This is an optimization exercise on Yosys and OpenROAD, whose aim is small area, a short achievable clock period and few clock cycles per item, not a production implementation. Function was checked by simulation only, so behaviour that the tests miss may differ from the original.

[flow/constraint.sdc]
create_clock -name core_clock -period 9.0 [get_ports {clk}]
set_input_delay 1.8000 -clock core_clock [delete_from_list [all_inputs] [get_ports {clk}]]
set_output_delay 1.8000 -clock core_clock [all_outputs]
set_load 0.01 [all_outputs]
[flow/config.mk]
export PLATFORM = sky130hd
export DESIGN_NAME = twinframe_check
export DESIGN_NICKNAME = twinframe_check
export VERILOG_FILES = /design/flow/design.v
export SDC_FILE = /design/flow/constraint.sdc
export NUM_CORES = 4
export LEC_CHECK = 0
export CAP_MARGIN = 20
export CORE_MARGIN = 2
export CORE_UTILIZATION = 40
export PLACE_DENSITY = 0.6
export SLEW_MARGIN = 20
[flow/run.sh]
#!/bin/bash
# synth_recipe.tcl (not shown) runs the flow's synth.tcl, then flattens the netlist and writes it again
# the make line also repeats each setting of config.mk as NAME=value (left out here)
make -C /OpenROAD-flow-scripts/flow DESIGN_CONFIG=/design/flow/config.mk WORK_HOME=/design/flow/orfs CLKGATE_MAP_FILE= SYNTH_SCRIPT=/design/flow/synth_recipe.tcl finish
[flow/design.v]
module twinframe_check (
    input  wire        clk,
    input  wire        rst,
    input  wire [11:0] my_addr,
    input  wire [63:0] expect_mask,
    input  wire        in_valid,
    input  wire [31:0] in_data,
    output wire        in_ready,
    output reg         out_valid,
    output reg  [2:0]  out_code,
    output reg         out_first,
    output reg  [11:0] out_sender,
    output reg  [31:0] out_seq,
    output reg  [7:0]  out_kind,
    output reg         out_way,
    output reg  [15:0] out_state,
    output reg  [7:0]  out_cause,
    output reg  [7:0]  bad_count
);
    localparam [2:0] CODE_PASS = 3'd0;
    localparam [2:0] CODE_DUP  = 3'd1;
    localparam [2:0] CODE_CRC32 = 3'd2;
    localparam [2:0] CODE_CRC16 = 3'd3;
    localparam [2:0] CODE_ADDR = 3'd4;
    localparam [2:0] CODE_SEQ  = 3'd5;
    function [31:0] crc32c_byte;
        input [31:0] crc;
        input [7:0]  b;
        integer i;
        reg [31:0] c;
        begin
            c = crc ^ {24'd0, b};
            for (i = 0; i < 8; i = i + 1)
                c = c[0] ? ((c >> 1) ^ 32'h82F63B78) : (c >> 1);
            crc32c_byte = c;
        end
    endfunction
    function [15:0] crc16_byte;
        input [15:0] crc;
        input [7:0]  b;
        integer i;
        reg [15:0] c;
        begin
            c = crc ^ {b, 8'd0};
            for (i = 0; i < 8; i = i + 1)
                c = c[15] ? ((c << 1) ^ 16'h1021) : (c << 1);
            crc16_byte = c;
        end
    endfunction
    reg [2:0]  wcnt;
    reg        checking;
    reg [31:0] crc32_q;
    reg [15:0] crc16_q;
    reg [7:0]  f_kind;
    reg        f_way;
    reg [11:0] f_sender;
    reg [11:0] f_dst;
    reg [31:0] f_seq;
    reg [15:0] f_state;
    reg [7:0]  f_cause;
    reg [31:0] f_crc32;
    reg [15:0] f_crc16;
    assign in_ready = !checking;
    wire accept = in_valid && in_ready;
    reg [31:0] crc32_in, crc32_nx;
    reg [15:0] crc16_in, crc16_nx;
    integer k;
    always @(*) begin
        crc32_in = (wcnt == 3'd0) ? 32'hFFFFFFFF : crc32_q;
        crc16_in = (wcnt == 3'd0) ? 16'hFFFF : crc16_q;
        crc32_nx = crc32_in;
        crc16_nx = crc16_in;
        for (k = 0; k < 4; k = k + 1) begin
            if (wcnt < 3'd6 || (wcnt == 3'd6 && k < 2)) begin
                crc32_nx = crc32c_byte(crc32_nx, in_data[31 - 8*k -: 8]);
                crc16_nx = crc16_byte(crc16_nx, ~in_data[31 - 8*k -: 8]);
            end
        end
    end
    always @(posedge clk) begin
        if (rst) begin
            wcnt     <= 3'd0;
            checking <= 1'b0;
        end else if (checking) begin
            checking <= 1'b0;
        end else if (accept) begin
            wcnt    <= wcnt + 3'd1;
            crc32_q <= crc32_nx;
            crc16_q <= crc16_nx;
            case (wcnt)
                3'd0: begin
                    f_kind   <= in_data[31:24];
                    f_way    <= in_data[16];
                    f_sender <= in_data[11:0];
                end
                3'd1: begin
                    f_dst        <= in_data[27:16];
                    f_seq[31:16] <= in_data[15:0];
                end
                3'd2: f_seq[15:0] <= in_data[31:16];
                3'd4: f_state <= in_data[15:0];
                3'd5: f_cause <= in_data[31:24];
                3'd6: f_crc32[31:16] <= in_data[15:0];
                3'd7: begin
                    f_crc32[15:0] <= in_data[31:16];
                    f_crc16       <= in_data[15:0];
                    checking      <= 1'b1;
                end
                default: ;
            endcase
        end
    end
    reg [31:0] acc_seq [0:63];
    reg [31:0] up_seq  [0:63];
    reg [31:0] dn_seq  [0:63];
    reg [63:0] up_vld;
    reg [63:0] dn_vld;
    wire [5:0]  idx      = f_sender[5:0];
    wire        any_ok   = !up_vld[idx] && !dn_vld[idx];
    wire [31:0] acc      = acc_seq[idx];
    wire [31:0] dir_seq  = f_way ? dn_seq[idx] : up_seq[idx];
    wire        dir_vld  = f_way ? dn_vld[idx] : up_vld[idx];
    wire [31:0] seq_diff = f_seq - acc;
    wire crc32_ok = (crc32_q ^ 32'hFFFFFFFF) == f_crc32;
    wire crc16_ok = crc16_q == f_crc16;
    wire addr_ok  = (f_dst == my_addr) &&
                    (f_sender[11:6] == my_addr[11:6]) &&
                    expect_mask[idx] &&
                    (f_sender != my_addr);
    wire dup      = dir_vld && (dir_seq == f_seq);
    wire seq_ok   = any_ok || !seq_diff[31];
    reg [2:0] code;
    always @(*) begin
        if (!crc32_ok)      code = CODE_CRC32;
        else if (!crc16_ok) code = CODE_CRC16;
        else if (!addr_ok)  code = CODE_ADDR;
        else if (dup)       code = CODE_DUP;
        else if (!seq_ok)   code = CODE_SEQ;
        else                code = CODE_PASS;
    end
    wire pass = checking && (code == CODE_PASS);
    always @(posedge clk) begin
        if (rst) begin
            up_vld <= 64'd0;
            dn_vld <= 64'd0;
        end else if (pass) begin
            acc_seq[idx] <= f_seq;
            if (f_way) begin
                dn_seq[idx] <= f_seq;
                dn_vld[idx] <= 1'b1;
            end else begin
                up_seq[idx] <= f_seq;
                up_vld[idx] <= 1'b1;
            end
        end
    end
    always @(posedge clk) begin
        if (rst) begin
            out_valid <= 1'b0;
            bad_count <= 8'd0;
        end else begin
            out_valid <= checking;
            if (out_valid && out_code >= CODE_CRC32 && bad_count != 8'hFF)
                bad_count <= bad_count + 8'd1;
        end
        if (checking) begin
            out_code   <= code;
            out_first  <= (code == CODE_PASS) && (any_ok || f_seq != acc);
            out_sender <= f_sender;
            out_seq    <= f_seq;
            out_kind   <= f_kind;
            out_way    <= f_way;
            out_state  <= f_state;
            out_cause  <= f_cause;
        end
    end
endmodule
==> flow_summary.ini <==
[routing]
postRouteAntennaNets = 0
routed_via_density = 5.86
routed_wl_um = 716000
drt-pass1-iter-count = 6
drc = 0
num_vias = 123819
post_drt_wl_per_cell_um = 33.9
dr.first_iter.drc_count = 16982

[cts]
clkSinkCount = 6557
cts_resized = 0
insertion_delay_ns = 1.15
cts.clk_slew.worst_paths_ns = 0.06
ctsHoldBuffers = 0
postCtsSetupRepairBufs = 0
ctsHtreeMaxLevel = 6
cts_tree = done
cts_buffer_depth = 4
cts_root_buf = clkbuf_16
numCtsBuffers = 656

[floorplan]
die_area_um2 = 649000
placementRows = 294
die_y_um = 805
start_util_pct = 40.1
io_pins = 202
die_w_um = 805
fp.coreArea_um2 = 640000

[critical_path]
r2r_cells = 21
arrival_ns = 9.42
cp_common_cell = buf_12
start_kind = register
slowest_stage = nor2_4
cp.required_ns = 9.74
slowest_delay_ns = 0.81
crit_path_end_kind = register
cp_max_fo = 68
critPathTopFamily = buffers and inverters
reg2reg_slack_ns = 0.32
path_buf_inv = 8
path_cells = buf_12, buf_12, buf_12, buf_12, mux4_2, mux4_2, mux4_2, mux2i_1, xnor2_1, nor4_1, nand4_1, nor4_1, and4_1, a21oi_1, nand2_4, inv_1, nand4_1, buf_12, buf_12, nor2_4, buf_4
r2r_end = up_seq[37][11]
path_class = register to register

[hold_path]
hold_end = out_kind[5]
hold_start = f_kind[5]
hp-class = register to register
hold_depth = 0

[yosys]
synth_commonest_cells = 6410 x edfxtp_1, 2032 x mux4_2, 436 x nor2_1
synth_top_family_by_area = multiplexers
ys_seq_elements = 6557
synth_top_area_share_pct = 74.9
ys_seq_area_share_pct = 76.1
synth_ff_type = edfxtp_1
synthXorXnorAreaFrac_pct = 2.16
synth_mux_area_share_pct = 18.2
yosys_warnings = 1
yosysMostFrequentCell = edfxtp_1
syn_area_um2 = 257000
synth-async-reset-ratio_pct = 0
avgSynthCellArea_um2 = 23.1
yosys.area_share.simple_pct = 1.31
synth_edf_count = 6410
synth_cells = 11096
yosys-top-cells-area = edfxtp_1 75%, mux4_2 18%, dfxtp_1 1.1%
synth_compound_area_share_pct = 1.03
synthesis.nets = 11248
synthAdderAreaFrac_pct = 0.200
synth_top_area_cell = edfxtp_1
ys_types = 87

[place]
dpl_cell_area_um2 = 276000
routabilityCongestion = 0.869
portBuffers = 201
hpwl_um = 429000
dp.cells = 19925

[finish]
fin_cells = 21129
final_util_pct = 46.4
finish.instance_area_um2 = 297000
area_delta_synth_final_pct = 15.7
drive_gt1_share_pct = 31.0
final_net_count = 12155

[sta]
hold_violations = 0
final.setup_skew_ns = 0.154
period_share_pct = 96.4
tightest_slew_ns = 1.27
fmax_mhz = 115
setup_viol = 0
rsz0062_at_grt = no
slew_violations = 0
slew_headroom_pct = 15.5
finalCriticalPeriod_ns = 8.68
tns_ns = 0

[status]
status = finished clean

[global_route]
grt_pass1_wl_um = 996000
overflow = 0
grt_antenna_before_repair = 69
grt_max_degree = 177
first_global_vias = 125064
grt_usage_pct = 21.7

[job]
cap_violations = 0
[metal layers]
metal  track usage (%)  up-vias  share of wire, %  wire length [um]
met5                 0        -            0.0077                55
met4              6.55       10               3.4             24600
met3              4.06      957               8.9             64000
met2              34.8     6305                48            342000
met1              30.5    67579                40            285000
li1                  -    48968                 -                 -
[cell families after synthesis]
| logic type | after synthesis |
|---|---|
| and+or+nand+nor | 757 |
| AOI/OAI and AO/OA | 433 |
| muxes | 2132 |
| xor gates and xnor gates | 536 |
| buffers and inverters | 640 |
| DFF | 6557 |
| adders and majority gates | 41 |
[through the flow]
step / hold WS, ns / worst slack [ns]
2_1_floorplan: 0.400 / -0.199
3_3_place_gp: 0.407 / 0.298
3_5_place_dp: 0.405 / 0.254
4_1_cts: 0.391 / 0.277
5_1_grt: 0.407 / 0.0675
6_report: 0.389 / 0.325
[area by class of cell]
cell class              instances  area (um2)
repair buffers                841        9270
clock buffers                 808       17300
flip-flops and latches       6557      195000
fillers                     51838      343000
multi-input cells            3899       60500
inverters                      48         180
diodes                         15        37.5
clock inverters               377        3660
well taps                    8584       10700
[cells in the final DEF, fill, tap and decap left out, types with 135 or more instances in the layout]
cell type        Yosys  routed
dfxtp_1            147     140
mux4_2            2032    2032
buf_4                7     449
clkbuf_1           373     135
nor2_4               1     170
xor2_1             138     138
edfxtp_1          6410    6410
clkinv_1             4     144
clkbuf_16            0     668
buf_12               0     180
a21oi_1            193     193
nor2_1             436     264
clkdlybuf4s50_1      0     200
xnor2_1            332     332
[sequential cells by signal (all words and copies together), names as in the netlist, 32 cells and up, named ones only]
signal and cells:
dn_vld 64, acc_seq 2048, dn_seq 2048, up_vld 64, up_seq 2048, out_seq 32, f_crc32 32, f_seq 32
crc32_q 32
[worst max-delay path by stage]
stage	to	cells after the start	slack, ns	start
4_1_cts	up_seq[63][2]	26	0.28	register
6_report	up_seq[37][11]	21	0.32	register
3_5_place_dp	crc32_q[3]	22	0.25	in_data[29]
2_1_floorplan	up_seq[56][0]	33	-0.20	register
3_3_place_gp	crc32_q[3]	22	0.30	in_data[29]
5_1_grt	up_seq[37][13]	27	0.07	register
Testbench counts, summed over its fixed seeds: cycles 28,808, frames 3,200.

==> re-timing with driven ports <==
Ports are ideal in the flow. The routed layout listed here was re-timed in OpenROAD.
Step 1 sets driving cells, clkbuf_16 on the clock port and buf_2 on the other inputs (assumed; they add their load-dependent delay and slew).
Step 2 moves the port delays by t, midway between the first and last clock arrival at a register: inputs arrive t later, outputs are due t later. That takes back most of the time a late clock gives input paths.
a / b / c = ideal / step 1 / step 2; a / b = the first two.
t, ns: 1.204
setup WS [ns]: 0.325 / 0.325 / 0.283
hold WS [ns]: 0.389 / 0.389 / 0.389
latest minus earliest clock arrival (ns): 0.154 / 0.154
worst data-port slew with drivers (ns): 0.08
After both steps this run still meets setup and hold. The setup slack of this run moves by 0.000 ns with the drivers and by -0.042 ns with both steps.
